Background: an optimization exercise with open tools, aiming at small area, a short achievable clock period and few clock cycles. Do not read the settings as production practice.
The RTL was checked by simulation tests, not by an equivalence proof against the original design.
Power and IR drop assume default switching activity.

File: design/flow/constraint.sdc
create_clock -name core_clock -period 10.0 [get_ports {clk}]
set_input_delay 2.0000 -clock core_clock [delete_from_list [all_inputs] [get_ports {clk}]]
set_output_delay 2.0000 -clock core_clock [all_outputs]
set_load 0.01 [all_outputs]
File: design/flow/run.sh
#!/bin/bash
# synth_recipe.tcl (not shown) runs the flow's synth.tcl, then flattens the netlist and writes it again
# the make line also repeats each setting of config.mk as NAME=value (left out here)
make -C /OpenROAD-flow-scripts/flow DESIGN_CONFIG=/design/flow/config.mk WORK_HOME=/design/flow/orfs CLKGATE_MAP_FILE= SYNTH_SCRIPT=/design/flow/synth_recipe.tcl finish
File: design/flow/config.mk
export PLATFORM = sky130hd
export DESIGN_NAME = rs_ee_decoder
export DESIGN_NICKNAME = rs_ee_decoder
export VERILOG_FILES = /design/flow/design.v
export SDC_FILE = /design/flow/constraint.sdc
export NUM_CORES = 4
export LEC_CHECK = 0
export CAP_MARGIN = 20
export CORE_MARGIN = 2
export CORE_UTILIZATION = 40
export SLEW_MARGIN = 20
File: design/flow/design.v
module rs_ee_decoder (
    input  wire        clk,
    input  wire        rst_n,         
    input  wire        in_valid,
    output wire        in_ready,
    input  wire [7:0]  in_sym,
    input  wire        in_erase,
    output reg         out_valid,
    output reg         out_fail,
    output reg  [2:0]  out_count,
    output reg  [31:0] out_pos,       
    output reg  [31:0] out_val
);
    localparam N = 132;
    function [7:0] gf_mul;
        input [7:0] a;
        input [7:0] b;
        integer i;
        reg [7:0] p;
        reg [7:0] aa;
        begin
            p  = 8'h00;
            aa = a;
            for (i = 0; i < 8; i = i + 1) begin
                if (b[i]) p = p ^ aa;
                aa = {aa[6:0], 1'b0} ^ (aa[7] ? 8'h1D : 8'h00);
            end
            gf_mul = p;
        end
    endfunction
    function [7:0] gf_inv;
        input [7:0] a;
        begin
            case (a)
            8'h00: gf_inv = 8'h00;
            8'h01: gf_inv = 8'h01;
            8'h02: gf_inv = 8'h8E;
            8'h03: gf_inv = 8'hF4;
            8'h04: gf_inv = 8'h47;
            8'h05: gf_inv = 8'hA7;
            8'h06: gf_inv = 8'h7A;
            8'h07: gf_inv = 8'hBA;
            8'h08: gf_inv = 8'hAD;
            8'h09: gf_inv = 8'h9D;
            8'h0A: gf_inv = 8'hDD;
            8'h0B: gf_inv = 8'h98;
            8'h0C: gf_inv = 8'h3D;
            8'h0D: gf_inv = 8'hAA;
            8'h0E: gf_inv = 8'h5D;
            8'h0F: gf_inv = 8'h96;
            8'h10: gf_inv = 8'hD8;
            8'h11: gf_inv = 8'h72;
            8'h12: gf_inv = 8'hC0;
            8'h13: gf_inv = 8'h58;
            8'h14: gf_inv = 8'hE0;
            8'h15: gf_inv = 8'h3E;
            8'h16: gf_inv = 8'h4C;
            8'h17: gf_inv = 8'h66;
            8'h18: gf_inv = 8'h90;
            8'h19: gf_inv = 8'hDE;
            8'h1A: gf_inv = 8'h55;
            8'h1B: gf_inv = 8'h80;
            8'h1C: gf_inv = 8'hA0;
            8'h1D: gf_inv = 8'h83;
            8'h1E: gf_inv = 8'h4B;
            8'h1F: gf_inv = 8'h2A;
            8'h20: gf_inv = 8'h6C;
            8'h21: gf_inv = 8'hED;
            8'h22: gf_inv = 8'h39;
            8'h23: gf_inv = 8'h51;
            8'h24: gf_inv = 8'h60;
            8'h25: gf_inv = 8'h56;
            8'h26: gf_inv = 8'h2C;
            8'h27: gf_inv = 8'h8A;
            8'h28: gf_inv = 8'h70;
            8'h29: gf_inv = 8'hD0;
            8'h2A: gf_inv = 8'h1F;
            8'h2B: gf_inv = 8'h4A;
            8'h2C: gf_inv = 8'h26;
            8'h2D: gf_inv = 8'h8B;
            8'h2E: gf_inv = 8'h33;
            8'h2F: gf_inv = 8'h6E;
            8'h30: gf_inv = 8'h48;
            8'h31: gf_inv = 8'h89;
            8'h32: gf_inv = 8'h6F;
            8'h33: gf_inv = 8'h2E;
            8'h34: gf_inv = 8'hA4;
            8'h35: gf_inv = 8'hC3;
            8'h36: gf_inv = 8'h40;
            8'h37: gf_inv = 8'h5E;
            8'h38: gf_inv = 8'h50;
            8'h39: gf_inv = 8'h22;
            8'h3A: gf_inv = 8'hCF;
            8'h3B: gf_inv = 8'hA9;
            8'h3C: gf_inv = 8'hAB;
            8'h3D: gf_inv = 8'h0C;
            8'h3E: gf_inv = 8'h15;
            8'h3F: gf_inv = 8'hE1;
            8'h40: gf_inv = 8'h36;
            8'h41: gf_inv = 8'h5F;
            8'h42: gf_inv = 8'hF8;
            8'h43: gf_inv = 8'hD5;
            8'h44: gf_inv = 8'h92;
            8'h45: gf_inv = 8'h4E;
            8'h46: gf_inv = 8'hA6;
            8'h47: gf_inv = 8'h04;
            8'h48: gf_inv = 8'h30;
            8'h49: gf_inv = 8'h88;
            8'h4A: gf_inv = 8'h2B;
            8'h4B: gf_inv = 8'h1E;
            8'h4C: gf_inv = 8'h16;
            8'h4D: gf_inv = 8'h67;
            8'h4E: gf_inv = 8'h45;
            8'h4F: gf_inv = 8'h93;
            8'h50: gf_inv = 8'h38;
            8'h51: gf_inv = 8'h23;
            8'h52: gf_inv = 8'h68;
            8'h53: gf_inv = 8'h8C;
            8'h54: gf_inv = 8'h81;
            8'h55: gf_inv = 8'h1A;
            8'h56: gf_inv = 8'h25;
            8'h57: gf_inv = 8'h61;
            8'h58: gf_inv = 8'h13;
            8'h59: gf_inv = 8'hC1;
            8'h5A: gf_inv = 8'hCB;
            8'h5B: gf_inv = 8'h63;
            8'h5C: gf_inv = 8'h97;
            8'h5D: gf_inv = 8'h0E;
            8'h5E: gf_inv = 8'h37;
            8'h5F: gf_inv = 8'h41;
            8'h60: gf_inv = 8'h24;
            8'h61: gf_inv = 8'h57;
            8'h62: gf_inv = 8'hCA;
            8'h63: gf_inv = 8'h5B;
            8'h64: gf_inv = 8'hB9;
            8'h65: gf_inv = 8'hC4;
            8'h66: gf_inv = 8'h17;
            8'h67: gf_inv = 8'h4D;
            8'h68: gf_inv = 8'h52;
            8'h69: gf_inv = 8'h8D;
            8'h6A: gf_inv = 8'hEF;
            8'h6B: gf_inv = 8'hB3;
            8'h6C: gf_inv = 8'h20;
            8'h6D: gf_inv = 8'hEC;
            8'h6E: gf_inv = 8'h2F;
            8'h6F: gf_inv = 8'h32;
            8'h70: gf_inv = 8'h28;
            8'h71: gf_inv = 8'hD1;
            8'h72: gf_inv = 8'h11;
            8'h73: gf_inv = 8'hD9;
            8'h74: gf_inv = 8'hE9;
            8'h75: gf_inv = 8'hFB;
            8'h76: gf_inv = 8'hDA;
            8'h77: gf_inv = 8'h79;
            8'h78: gf_inv = 8'hDB;
            8'h79: gf_inv = 8'h77;
            8'h7A: gf_inv = 8'h06;
            8'h7B: gf_inv = 8'hBB;
            8'h7C: gf_inv = 8'h84;
            8'h7D: gf_inv = 8'hCD;
            8'h7E: gf_inv = 8'hFE;
            8'h7F: gf_inv = 8'hFC;
            8'h80: gf_inv = 8'h1B;
            8'h81: gf_inv = 8'h54;
            8'h82: gf_inv = 8'hA1;
            8'h83: gf_inv = 8'h1D;
            8'h84: gf_inv = 8'h7C;
            8'h85: gf_inv = 8'hCC;
            8'h86: gf_inv = 8'hE4;
            8'h87: gf_inv = 8'hB0;
            8'h88: gf_inv = 8'h49;
            8'h89: gf_inv = 8'h31;
            8'h8A: gf_inv = 8'h27;
            8'h8B: gf_inv = 8'h2D;
            8'h8C: gf_inv = 8'h53;
            8'h8D: gf_inv = 8'h69;
            8'h8E: gf_inv = 8'h02;
            8'h8F: gf_inv = 8'hF5;
            8'h90: gf_inv = 8'h18;
            8'h91: gf_inv = 8'hDF;
            8'h92: gf_inv = 8'h44;
            8'h93: gf_inv = 8'h4F;
            8'h94: gf_inv = 8'h9B;
            8'h95: gf_inv = 8'hBC;
            8'h96: gf_inv = 8'h0F;
            8'h97: gf_inv = 8'h5C;
            8'h98: gf_inv = 8'h0B;
            8'h99: gf_inv = 8'hDC;
            8'h9A: gf_inv = 8'hBD;
            8'h9B: gf_inv = 8'h94;
            8'h9C: gf_inv = 8'hAC;
            8'h9D: gf_inv = 8'h09;
            8'h9E: gf_inv = 8'hC7;
            8'h9F: gf_inv = 8'hA2;
            8'hA0: gf_inv = 8'h1C;
            8'hA1: gf_inv = 8'h82;
            8'hA2: gf_inv = 8'h9F;
            8'hA3: gf_inv = 8'hC6;
            8'hA4: gf_inv = 8'h34;
            8'hA5: gf_inv = 8'hC2;
            8'hA6: gf_inv = 8'h46;
            8'hA7: gf_inv = 8'h05;
            8'hA8: gf_inv = 8'hCE;
            8'hA9: gf_inv = 8'h3B;
            8'hAA: gf_inv = 8'h0D;
            8'hAB: gf_inv = 8'h3C;
            8'hAC: gf_inv = 8'h9C;
            8'hAD: gf_inv = 8'h08;
            8'hAE: gf_inv = 8'hBE;
            8'hAF: gf_inv = 8'hB7;
            8'hB0: gf_inv = 8'h87;
            8'hB1: gf_inv = 8'hE5;
            8'hB2: gf_inv = 8'hEE;
            8'hB3: gf_inv = 8'h6B;
            8'hB4: gf_inv = 8'hEB;
            8'hB5: gf_inv = 8'hF2;
            8'hB6: gf_inv = 8'hBF;
            8'hB7: gf_inv = 8'hAF;
            8'hB8: gf_inv = 8'hC5;
            8'hB9: gf_inv = 8'h64;
            8'hBA: gf_inv = 8'h07;
            8'hBB: gf_inv = 8'h7B;
            8'hBC: gf_inv = 8'h95;
            8'hBD: gf_inv = 8'h9A;
            8'hBE: gf_inv = 8'hAE;
            8'hBF: gf_inv = 8'hB6;
            8'hC0: gf_inv = 8'h12;
            8'hC1: gf_inv = 8'h59;
            8'hC2: gf_inv = 8'hA5;
            8'hC3: gf_inv = 8'h35;
            8'hC4: gf_inv = 8'h65;
            8'hC5: gf_inv = 8'hB8;
            8'hC6: gf_inv = 8'hA3;
            8'hC7: gf_inv = 8'h9E;
            8'hC8: gf_inv = 8'hD2;
            8'hC9: gf_inv = 8'hF7;
            8'hCA: gf_inv = 8'h62;
            8'hCB: gf_inv = 8'h5A;
            8'hCC: gf_inv = 8'h85;
            8'hCD: gf_inv = 8'h7D;
            8'hCE: gf_inv = 8'hA8;
            8'hCF: gf_inv = 8'h3A;
            8'hD0: gf_inv = 8'h29;
            8'hD1: gf_inv = 8'h71;
            8'hD2: gf_inv = 8'hC8;
            8'hD3: gf_inv = 8'hF6;
            8'hD4: gf_inv = 8'hF9;
            8'hD5: gf_inv = 8'h43;
            8'hD6: gf_inv = 8'hD7;
            8'hD7: gf_inv = 8'hD6;
            8'hD8: gf_inv = 8'h10;
            8'hD9: gf_inv = 8'h73;
            8'hDA: gf_inv = 8'h76;
            8'hDB: gf_inv = 8'h78;
            8'hDC: gf_inv = 8'h99;
            8'hDD: gf_inv = 8'h0A;
            8'hDE: gf_inv = 8'h19;
            8'hDF: gf_inv = 8'h91;
            8'hE0: gf_inv = 8'h14;
            8'hE1: gf_inv = 8'h3F;
            8'hE2: gf_inv = 8'hE6;
            8'hE3: gf_inv = 8'hF0;
            8'hE4: gf_inv = 8'h86;
            8'hE5: gf_inv = 8'hB1;
            8'hE6: gf_inv = 8'hE2;
            8'hE7: gf_inv = 8'hF1;
            8'hE8: gf_inv = 8'hFA;
            8'hE9: gf_inv = 8'h74;
            8'hEA: gf_inv = 8'hF3;
            8'hEB: gf_inv = 8'hB4;
            8'hEC: gf_inv = 8'h6D;
            8'hED: gf_inv = 8'h21;
            8'hEE: gf_inv = 8'hB2;
            8'hEF: gf_inv = 8'h6A;
            8'hF0: gf_inv = 8'hE3;
            8'hF1: gf_inv = 8'hE7;
            8'hF2: gf_inv = 8'hB5;
            8'hF3: gf_inv = 8'hEA;
            8'hF4: gf_inv = 8'h03;
            8'hF5: gf_inv = 8'h8F;
            8'hF6: gf_inv = 8'hD3;
            8'hF7: gf_inv = 8'hC9;
            8'hF8: gf_inv = 8'h42;
            8'hF9: gf_inv = 8'hD4;
            8'hFA: gf_inv = 8'hE8;
            8'hFB: gf_inv = 8'h75;
            8'hFC: gf_inv = 8'h7F;
            8'hFD: gf_inv = 8'hFF;
            8'hFE: gf_inv = 8'h7E;
            8'hFF: gf_inv = 8'hFD;
            default: gf_inv = 8'h00;
            endcase
        end
    endfunction
    localparam [7:0] A1     = 8'h02;   
    localparam [7:0] A2     = 8'h04;   
    localparam [7:0] A3     = 8'h08;   
    localparam [7:0] A4     = 8'h10;   
    localparam [7:0] AM1    = 8'h8E;   
    localparam [7:0] AM2    = 8'h47;   
    localparam [7:0] AM3    = 8'hAD;   
    localparam [7:0] A131   = 8'h5C;   
    localparam [7:0] A124   = 8'h97;   
    localparam [7:0] A248   = 8'h1B;   
    localparam [7:0] A117   = 8'hED;   
    localparam [7:0] A241   = 8'h58;   
    localparam [7:0] A7     = 8'h80;   
    localparam [7:0] A138   = 8'h21;   
    localparam [2:0] S_LOAD  = 3'd0,
                     S_BM    = 3'd1,
                     S_CHECK = 3'd2,
                     S_CHIEN = 3'd3,
                     S_FINAL = 3'd4;
    reg [2:0]  state;
    reg [7:0]  pos;           
    reg [7:0]  syn [0:3];     
    reg [7:0]  xcur;          
    reg [2:0]  ecnt;          
    reg [7:0]  epos [0:3];    
    reg [7:0]  lam [0:4];     
    reg [7:0]  bpl [0:4];     
    reg [2:0]  bm_l;          
    reg [2:0]  bm_r;          
    reg [2:0]  deg;           
    reg        fail;
    reg [7:0]  lt [0:4];      
    reg [7:0]  ot [0:3];      
    reg [7:0]  xp [1:3];      
    reg [7:0]  acc [0:3];     
    reg [2:0]  nroots;
    reg [7:0]  rpos [0:3];
    reg [7:0]  rval [0:3];
    assign in_ready = (state == S_LOAD);
    wire accept = in_valid && in_ready;
    integer j;
    reg [7:0] gam_next [0:4];
    always @* begin
        gam_next[0] = lam[0];
        for (j = 1; j < 5; j = j + 1)
            gam_next[j] = lam[j] ^ gf_mul(xcur, lam[j-1]);
    end
    reg [7:0] delta;
    reg [7:0] dinv;
    reg [7:0] xb [0:4];
    reg [7:0] lam_step [0:4];
    reg [7:0] b_step [0:4];
    reg [2:0] l_step;
    always @* begin
        case (bm_r)
        3'd1:    delta = gf_mul(lam[0], syn[0]);
        3'd2:    delta = gf_mul(lam[0], syn[1]) ^ gf_mul(lam[1], syn[0]);
        3'd3:    delta = gf_mul(lam[0], syn[2]) ^ gf_mul(lam[1], syn[1])
                       ^ gf_mul(lam[2], syn[0]);
        3'd4:    delta = gf_mul(lam[0], syn[3]) ^ gf_mul(lam[1], syn[2])
                       ^ gf_mul(lam[2], syn[1]) ^ gf_mul(lam[3], syn[0]);
        default: delta = 8'h00;
        endcase
        dinv = gf_inv(delta);
        xb[0] = 8'h00;
        for (j = 1; j < 5; j = j + 1)
            xb[j] = bpl[j-1];
        for (j = 0; j < 5; j = j + 1)
            lam_step[j] = lam[j] ^ gf_mul(delta, xb[j]);
        if (delta == 8'h00) begin
            for (j = 0; j < 5; j = j + 1) begin
                lam_step[j] = lam[j];
                b_step[j]   = xb[j];
            end
            l_step = bm_l;
        end else if ({bm_l, 1'b0} <= {1'b0, bm_r} + {1'b0, ecnt} - 4'd1) begin
            for (j = 0; j < 5; j = j + 1)
                b_step[j] = gf_mul(dinv, lam[j]);
            l_step = bm_r + ecnt - bm_l;
        end else begin
            for (j = 0; j < 5; j = j + 1)
                b_step[j] = xb[j];
            l_step = bm_l;
        end
    end
    reg [2:0] deg_c;
    reg [7:0] omega [0:3];
    always @* begin
        deg_c = 3'd0;
        for (j = 1; j < 5; j = j + 1)
            if (lam[j] != 8'h00) deg_c = j[2:0];
        for (j = 0; j < 4; j = j + 1)
            omega[j] = 8'h00;
        omega[0] = gf_mul(syn[0], lam[0]);
        omega[1] = gf_mul(syn[1], lam[0]) ^ gf_mul(syn[0], lam[1]);
        omega[2] = gf_mul(syn[2], lam[0]) ^ gf_mul(syn[1], lam[1]) ^ gf_mul(syn[0], lam[2]);
        omega[3] = gf_mul(syn[3], lam[0]) ^ gf_mul(syn[2], lam[1]) ^ gf_mul(syn[1], lam[2])
                 ^ gf_mul(syn[0], lam[3]);
    end
    reg [7:0] lam_val, odd_val, om_val, yval;
    reg       is_root, era_here;
    always @* begin
        lam_val = lt[0] ^ lt[1] ^ lt[2] ^ lt[3] ^ lt[4];
        odd_val = lt[1] ^ lt[3];
        om_val  = ot[0] ^ ot[1] ^ ot[2] ^ ot[3];
        is_root = (lam_val == 8'h00);
        yval    = gf_mul(om_val, gf_inv(odd_val));
        era_here = 1'b0;
        for (j = 0; j < 4; j = j + 1)
            if (j < ecnt && epos[j] == pos) era_here = 1'b1;
    end
    always @(posedge clk) begin
        out_valid <= 1'b0;
        if (!rst_n) begin
            state     <= S_LOAD;
            pos       <= 8'd0;
            xcur      <= A131;
            ecnt      <= 3'd0;
            lam[0]    <= 8'h01;
            for (j = 1; j < 5; j = j + 1) lam[j] <= 8'h00;
            for (j = 0; j < 4; j = j + 1) syn[j] <= 8'h00;
            out_valid <= 1'b0;
            out_fail  <= 1'b0;
            out_count <= 3'd0;
            out_pos   <= 32'd0;
            out_val   <= 32'd0;
        end else begin
            case (state)
            S_LOAD: if (accept) begin
                syn[0] <= syn[0] ^ in_sym;
                syn[1] <= gf_mul(syn[1], A1) ^ in_sym;
                syn[2] <= gf_mul(syn[2], A2) ^ in_sym;
                syn[3] <= gf_mul(syn[3], A3) ^ in_sym;
                if (in_erase) begin
                    if (ecnt < 3'd4) begin
                        for (j = 0; j < 5; j = j + 1) lam[j] <= gam_next[j];
                        epos[ecnt[1:0]] <= pos;
                    end
                    if (ecnt < 3'd5) ecnt <= ecnt + 3'd1;
                end
                xcur <= gf_mul(xcur, AM1);
                if (pos == N - 1) begin
                    pos   <= 8'd0;
                    state <= S_BM;
                    bm_r  <= 3'd0;
                end else begin
                    pos <= pos + 8'd1;
                end
            end
            S_BM: begin
                if (bm_r == 3'd0) begin
                    for (j = 0; j < 5; j = j + 1) bpl[j] <= lam[j];
                    bm_l <= ecnt;
                end else if (bm_r > ecnt) begin
                    for (j = 0; j < 5; j = j + 1) lam[j] <= lam_step[j];
                    for (j = 0; j < 5; j = j + 1) bpl[j] <= b_step[j];
                    bm_l <= l_step;
                end
                if (bm_r == 3'd4) state <= S_CHECK;
                bm_r <= bm_r + 3'd1;
            end
            S_CHECK: begin
                deg  <= deg_c;
                fail <= (ecnt > 3'd4) || (deg_c != bm_l) ||
                        ({1'b0, bm_l, 1'b0} > 5'd4 + {2'b00, ecnt});
                lt[0] <= lam[0];
                lt[1] <= gf_mul(lam[1], A124);
                lt[2] <= gf_mul(lam[2], A248);
                lt[3] <= gf_mul(lam[3], A117);
                lt[4] <= gf_mul(lam[4], A241);
                ot[0] <= omega[0];
                ot[1] <= gf_mul(omega[1], A124);
                ot[2] <= gf_mul(omega[2], A248);
                ot[3] <= gf_mul(omega[3], A117);
                xp[1] <= A131;
                xp[2] <= A7;
                xp[3] <= A138;
                for (j = 0; j < 4; j = j + 1) begin
                    acc[j]  <= 8'h00;
                    rpos[j] <= 8'h00;
                    rval[j] <= 8'h00;
                end
                nroots <= 3'd0;
                pos    <= 8'd0;
                state  <= S_CHIEN;
            end
            S_CHIEN: begin
                if (is_root) begin
                    if (odd_val == 8'h00 || nroots == 3'd4) begin
                        fail <= 1'b1;
                    end else begin
                        rpos[nroots[1:0]] <= pos;
                        rval[nroots[1:0]] <= yval;
                        nroots <= nroots + 3'd1;
                        acc[0] <= acc[0] ^ yval;
                        acc[1] <= acc[1] ^ gf_mul(yval, xp[1]);
                        acc[2] <= acc[2] ^ gf_mul(yval, xp[2]);
                        acc[3] <= acc[3] ^ gf_mul(yval, xp[3]);
                    end
                end else if (era_here) begin
                    fail <= 1'b1;
                end
                lt[1] <= gf_mul(lt[1], A1);
                lt[2] <= gf_mul(lt[2], A2);
                lt[3] <= gf_mul(lt[3], A3);
                lt[4] <= gf_mul(lt[4], A4);
                ot[1] <= gf_mul(ot[1], A1);
                ot[2] <= gf_mul(ot[2], A2);
                ot[3] <= gf_mul(ot[3], A3);
                xp[1] <= gf_mul(xp[1], AM1);
                xp[2] <= gf_mul(xp[2], AM2);
                xp[3] <= gf_mul(xp[3], AM3);
                if (pos == N - 1) begin
                    state <= S_FINAL;
                end else begin
                    pos <= pos + 8'd1;
                end
            end
            S_FINAL: begin
                if (fail || nroots != deg || acc[0] != syn[0] || acc[1] != syn[1] ||
                    acc[2] != syn[2] || acc[3] != syn[3]) begin
                    out_fail  <= 1'b1;
                    out_count <= 3'd0;
                    out_pos   <= 32'd0;
                    out_val   <= 32'd0;
                end else begin
                    out_fail  <= 1'b0;
                    out_count <= nroots;
                    out_pos   <= {rpos[3], rpos[2], rpos[1], rpos[0]};
                    out_val   <= {rval[3], rval[2], rval[1], rval[0]};
                end
                out_valid <= 1'b1;
                pos    <= 8'd0;
                xcur   <= A131;
                ecnt   <= 3'd0;
                lam[0] <= 8'h01;
                for (j = 1; j < 5; j = j + 1) lam[j] <= 8'h00;
                for (j = 0; j < 4; j = j + 1) syn[j] <= 8'h00;
                state  <= S_LOAD;
            end
            default: state <= S_LOAD;
            endcase
        end
    end
endmodule
==> results.yml <==
status:
  status: "no timing/DRC/antenna violations"
timing:
  rsz0062_at_grt: "no"
  maxSlewViolCount: 0
  period_share_pct: 88.02
  fin_skew_ns: 0.08936
  setup_slack_ns: 1.198
  hold_viol_final: 0
  hold_slack_ns: 0.4483
  finalSetupTns_ns: 0
  relSlewSlack_pct: 23.27
  worstMarginPinSlew_ns: 1.150
  fmax_ghz: 0.1136
  finalSetupViolCount: 0
  period_needed_ns: 8.802
global_routing:
  grt_pass1_vias: 46360
  grt_use_met1_pct: 40.43
  use_met2_pct: 50.16
  grt_max_degree: 69
  grt_pass1_wl_um: 319000
  antenna_found_initial: 7
  grt_usage_pct: 31.97
  grt_util_met3_pct: 5.534
  busiest_layer: "met2"
  overflow: 0
logic_synthesis:
  synth.distinct_cells: 105
  syn_avg_cell_area_um2: 7.644
  async_flop_share_pct: 0
  synth-compound-area-share_pct: 15.13
  synthSimpleGateAreaFrac_pct: 19.22
  synth.area.mux_share_pct: 1.315
  synth_edf_count: 261
  synth_area_um2: 51670
  synthAdderAreaFrac_pct: 1.545
  synth_area_leaders: "xnor2_1 (25%), edfxtp_1 (15%), nand2_1 (11%), xor2_1 (7.3%), dfxtp_1 (6.0%)"
  synth_top_family_by_area: "XOR/XNOR gates"
  synth_top_area_share_pct: 24.54
  synth_xor_area_share_pct: 36.09
  synth_seq_cells: 416
  syn_nets: 6834
  synthFlopType: "edfxtp_1"
  syn_inst: 6760
  yosysWarnings: 13
  yosysSeqAreaShare_pct: 21.17
  synth_top_cell_by_area: "xnor2_1"
setup_path:
  critPathKind: "reg -> reg"
  arrival_ns: 9.22
  critPathLaunchType: "flop"
  crit_fanout: 20
  required_ns: 10.42
  crit_path_end_kind: "flop"
  rr_worst_depth: 23
clocking:
  cts-htree-levels: 2
  cts_hold_buf: 0
  cts.sink_count: 416
  root_buffer: "clkbuf_16"
  clk_pin_slew_ns: 0.08
  cts_tree: "yes"
  clk_latency_ns: 0.69
  cts_setup_buffers: 0
  numCtsBuffers: 49
  clockBufferDepth: 3
  cts_resized: 0
layout:
  area.growth.synth_to_final_pct: 8.123
  nets: 6599
  final_layout_size_suffix_gt1_share_pct: 7.524
  fin_util_pct: 43.70
pwr:
  power_density_nw_per_um2: 209.9
  ir_worst_vdd_mv: 0.1764
  cellLeakagePower_nw: 18.25
route:
  ant_nets: 0
  drt_wl_total_um: 217400
  vias_per_cell: 5.964
  wl_per_cell_um: 26.42
  via_count: 49080
  drt-pass1-iter-count: 9
  drcViolationCount: 0
  drtIter0Drc: 6035
flow_run:
  maxCapViolations: 0
placed_design:
  port_buffers: 81
  dpl.hpwl_um: 151500
  post-place-ws_ns: 1.485
  gp_congestion: 1.040
die:
  die-area_um2: 132100
  core_area_um2: 127800
  initial_core_util_pct: 40.42
  die_h_um: 363.4
  rows: 131
  io_pins: 82
  die_w_um: 363.4
min_path:
  hold_path_class: "reg -> reg"
  whs_path_depth: 1
==> synth_stat cells, types with 70 or more instances <==
master / n
nand2_1: 1566
xnor2_1: 1448
xor2_1: 432
nor2_1: 430
clkbuf_1: 358
o21ai_0: 284
edfxtp_1: 261
a21oi_1: 217
dfxtp_1: 155
buf_2: 118
a22oi_1: 104
buf_1: 89
a211oi_1: 84
nand3_1: 80
and2_1: 78
a22o_1: 70
inv_1: 70
==> final cells by class <==
cell class	instances	area, um^2
multi-input combinational	5662	38240
sequential	416	10980
inverter	85	320.3
tap	1662	2079
clock buffer	67	1376
fill	12810	71980
timing repair buffer	311	2582
antenna	2	5.005
clock inverter	25	287.8
==> where the power goes <==
part	leakage, nW	internal (mW)	switching, mW
clock network	0.809	1.04	0.866
registers	3.64	2.02	0.152
logic	13.8	2.93	4.72
==> critical path, stage by stage (launching register included) <==
cell	delay (ns)
dfxtp_2	0.71
xor3_1	0.52
buf_4	0.21
nand2_1	0.10
xor2_1	0.19
xnor2_1	0.14
xnor3_1	0.66
a221o_1	0.48
a21oi_2	0.53
ha_1	0.40
clkinv_1	0.17
buf_4	0.21
nor3_1	0.70
nor2_1	0.10
o311ai_0	0.58
o32ai_4	0.44
xor2_2	0.29
xnor2_1	0.82
or2_1	0.30
o21ai_1	0.09
a22oi_1	0.21
xnor3_1	0.43
nor2_1	0.11
o22ai_1	0.09
==> cell usage in the layout, fill, tap and decap left out, types with 13 or more instances in the layout <==
cell type	count
a21oi_1	216
xor2_1	424
xor2_2	24
a22oi_1	104
a22o_1	70
o221ai_1	19
a211oi_1	84
o311ai_0	18
a211o_1	16
xnor2_1	1436
clkdlybuf4s50_1	80
o21ai_1	17
a31oi_1	33
ha_1	59
a221oi_1	32
and2_1	76
nor3_1	54
a311oi_1	19
nand3_1	80
nor2_1	425
nand4_1	18
or3_1	14
nor2b_1	48
buf_4	226
nand2b_1	33
nand2_1	1563
xnor2_2	21
o211ai_1	47
o21ai_0	283
o22ai_1	37
dfxtp_2	32
inv_1	68
nor4_1	13
and3_1	22
dfxtp_1	123
mux2i_1	38
clkbuf_16	51
edfxtp_1	261
xnor3_1	54
==> per-layer routing <==
metal	vias up	wire (um)
li1	21940	-
met1	23520	84980
met2	2833	95990
met3	777	19850
met4	12	16520
met5	-	85
==> state kept, by name, summed over array words and instances, names as in the netlist, 8 cells and up <==
register,flops
syn,32
lam,32
xcur,8
out_val,32
rval,32
xp,24
rpos,32
ot,32
lt,32
acc,32
out_pos,32
bpl,32
epos,32
pos,8
==> cell families (layout without fill, tap and decap cells) <==
logic type / Yosys count / count (layout)
XOR/XNOR: 1983 / 1983
multiplexers: 57 / 57
AND/OR/NAND/NOR: 2404 / 2404
buffers and inverters: 682 / 488
adder cells (fa/ha/maj): 62 / 62
flip-flops: 416 / 416
other: 0 / 2
AO/OA/AOI/OAI: 1156 / 1156
==> through the flow <==
| step | cell area (um^2) | power, mW | std cells |
|---|---|---|---|
| finish | 55870 | 11.73 | 8230 |
| global route | 55870 | 12.29 | 8228 |
| CTS | 55870 | 11.56 | 8228 |
| detailed placement | 54200 | 9.644 | 8136 |
| global placement | 54190 | 9.623 | 8136 |
| floorplan | 51670 | 7.563 | 6760 |
==> worst paths after layout <==
| kind | start | end | slack (ns) |
|---|---|---|---|
| worst min register to register | rval[1][3] | out_val[11] | 0.45 |
| worst max register to register | lam[1][2] | bpl[1][4] | 1.20 |
| worst min-delay path | rval[1][3] | out_val[11] | 0.45 |
| worst max-delay path | lam[1][2] | bpl[1][4] | 1.20 |
Testbench counts, summed over its fixed seeds: cycles 86,728.

==> re-timing with driven ports <==
How much do the figures lean on ideal ports? The routed layout below was timed once more, with nothing changed but the port constraints. Step 1 (the two cells are an assumption about what drives the block):
set clk [get_ports {clk}]
set_driving_cell -lib_cell sky130_fd_sc_hd__clkbuf_16 $clk
set_driving_cell -lib_cell sky130_fd_sc_hd__buf_2 [delete_from_list [all_inputs] $clk]
Step 2 also shifts input and output timing later by t, the mid clock arrival at the registers, as if the neighbouring blocks saw the same clock. a / b / c = ideal ports / drivers / drivers and shift; a / b = the first two.
t, ns: 0.727
setup slack, ns: 1.198 / 1.198 / 1.198
hold slack, ns: 0.448 / 0.448 / 0.448
worst setup path at the end: register to register
After both steps setup and hold are still met in this run. For this run, drivers alone change the setup slack by 0.000 ns; drivers and shift together by 0.000 ns.
